Background: an optimization exercise with open tools, aiming at small area and a short achievable clock period. Do not read the settings as production practice.
The RTL was checked by simulation tests, not by an equivalence proof against the original design.
Power and IR drop assume default switching activity.

Design psimir_vmac_lane, start of the top module:
module psimir_vmac_lane (
    input  wire        clk,
    input  wire        rst,
    input  wire        in_valid,
    input  wire [2:0]  in_fn,
    input  wire [2:0]  in_t,
    input  wire        in_s,
    input  wire [31:0] in_a,
    input  wire [31:0] in_b,
    input  wire [63:0] in_acc,
    output reg         out_valid,
    output reg  [63:0] out_res,
    output reg         out_sat
);
    reg q1_0;
    reg q1_1;
    reg q1_2;
    reg q1_3;
    reg q1_4;
    reg q1_5;
    reg q1_6;
    reg q1_7;
    reg q1_8;
    reg q1_9;
    reg q1_10;
    reg q1_11;
    reg q1_12;
    reg q1_13;
    reg q1_14;
    reg q1_15;
    reg q1_16;
    reg q1_17;
    reg q1_18;
    reg q1_19;
    reg q1_20;
    reg q1_21;
    reg q1_22;
    reg q1_23;
    reg q1_24;
    reg q1_25;
    reg q1_26;
    reg q1_27;
    reg q1_28;
    reg q1_29;
    reg q1_30;
    reg q1_31;
    reg q1_32;
    reg q1_33;
    reg q1_34;
    reg q1_35;
    reg q1_36;
    reg q1_37;
    reg q1_38;
    reg q1_39;
    reg q1_40;
    reg q1_41;
    reg q1_42;
    reg q2_43;
    reg q2_44;
    reg q2_45;
    reg q2_46;
    reg q2_47;
    reg q3_48;
    reg q3_49;
    reg q3_50;
    wire i_c = in_fn[2];
    wire i_b = ~in_fn[2] & ~in_t[1] & ~in_t[0];
    wire i_h = ~in_fn[2] & in_t[0];
    wire i_w = ~in_fn[2] & in_t[1];
    wire i_jw = in_fn[2] & in_fn[1];
    wire [32:0] yb = {in_b, 1'b0};
    wire bm0 = yb[0];
    wire b0_0 = yb[1], b1_0 = yb[2];
    wire e_one0 = b0_0 ^ bm0;
    wire e_two0 = (b1_0 & ~b0_0 & ~bm0) | (~b1_0 & b0_0 & bm0);
    wire e_nA0 = b1_0;
    wire bm1 = yb[2];
    wire b0_1 = yb[3], b1_1 = yb[4];
    wire e_one1 = b0_1 ^ bm1;
    wire e_two1 = (b1_1 & ~b0_1 & ~bm1) | (~b1_1 & b0_1 & bm1);
    wire e_nA1 = b1_1;
    wire bm2 = yb[4];
    wire b0_2 = yb[5], b1_2 = yb[6];
    wire e_one2 = b0_2 ^ bm2;
    wire e_two2 = (b1_2 & ~b0_2 & ~bm2) | (~b1_2 & b0_2 & bm2);
    wire e_nA2 = b1_2;
    wire bm3 = yb[6];
    wire b0_3 = yb[7], b1_3 = yb[8];
    wire e_one3 = b0_3 ^ bm3;
    wire e_two3 = (b1_3 & ~b0_3 & ~bm3) | (~b1_3 & b0_3 & bm3);
    wire e_nA3 = b1_3;
    wire bm4 = (yb[8] & ~i_b);
    wire b0_4 = yb[9], b1_4 = yb[10];
    wire e_one4 = b0_4 ^ bm4;
  ...
Size in the first run: ~7900 cells after synthesis, ~200 I/O pins.
Settings: LEC_CHECK=0, ABC_AREA=1, CAP_MARGIN=20, CORE_MARGIN=5, CORE_UTILIZATION=45, SLEW_MARGIN=20; clock period 9.5 ns.
standard.sh (not shown) runs the stock make flow with config.mk's settings and CLKGATE_MAP_FILE= SYNTH_SCRIPT=/design/flow/synth_recipe.tcl, a recipe that flattens the netlist after the stock synthesis.
==> flow/flow/run.sh <==
#!/bin/bash
set -euo pipefail
MARGIN=$(cat flow/margin.txt)
R=orfs/results/sky130hd/psimir_vmac_lane/base
bash standard.sh SETUP_SLACK_MARGIN=$MARGIN synth > make_synth.log 2>&1
cp $R/1_2_yosys.v $R/1_2_yosys_std.v
python3 flow/polarity.py $R/1_2_yosys_std.v $R/1_2_yosys.v > polarity.log 2>&1
rm -f $R/1_synth.odb $R/1_synth.sdc
bash standard.sh SETUP_SLACK_MARGIN=$MARGIN finish > make_flow.log 2>&1
Other scripts of this flow, unchanged in this note and not shown: flow/flow/margin.txt, flow/flow/polarity.py
Change:
CTS_CLUSTER_DIAMETER = 120   (was default)
CTS_CLUSTER_SIZE = 24   (was default)
Result:
- die area does not change
- total power is lower by a few percent
- design area falls by a few percent
- sequential share of layout area went up by 0.62 points
Change:
CORE_UTILIZATION = 50   (was 45)
CTS_CLUSTER_DIAMETER = 100   (was 120)
CTS_CLUSTER_SIZE = 20   (was 24)
After rerunning:
- power increases by 4.0%
- die area goes down by 9.7%
- design area grows by 0.93%
- global-route usage went up by 3.9 points
- first-iteration DRC count grows by 11%
- core utilization rises by 6.3 points
- via count climbs by 1.0%
- wire length hardly moves
- count of clock-buffer cells in the layout is higher by 7
- hold slack stays flat
Change:
CORE_UTILIZATION = 45   (was 50)
=>
- The changed run passed the timing, design-rule and antenna checks
- final area shrinks slightly
- wire length stays flat
- flip-flop and latch count stays the same
- via count drops slightly
- setup slack improved by 18 ps
- non-clock buffer count shrinks by 13
- utilization decreases by 5.9 points

-- port drivers added, routing unchanged --
The flow's constraints put no driver on any port. The routed layouts listed below were extracted and timed again, unchanged, in two steps. Step 1 assumes that a clkbuf_16 drives the clock port and a buf_2 every other input. Step 2 adds t to the input delays and takes it off the output delays; t is the mean of the earliest and latest rising clock arrival at the registers after step 1. Input paths then give back, and output paths get back, about the clock's delay inside the block. Three values: ideal, step 1, step 2; two values: the first two.
| run | shift t [ns] | setup WS [ns] | worst setup path after step 2 | clock arrival spread, ns | cell pins on the clock port's net |
|---|---|---|---|---|---|
| the first run | 0.791 | 5.965 / 5.961 / 5.334 | input to register | 0.093 / 0.093 | 1 |
| the second run | 0.762 | 5.966 / 5.966 / 5.346 | input to register | 0.066 / 0.066 | 1 |
| the third run | 0.754 | 5.936 / 5.936 / 5.388 | input to register | 0.042 / 0.042 | 1 |
| the fourth run | 0.772 | 5.954 / 5.954 / 5.355 | input to register | 0.070 / 0.069 | 1 |
After both steps setup and hold are still met in every run listed. The setup slack of the first run, which loses most, moves by -0.004 ns with the drivers and by -0.631 ns with both steps.
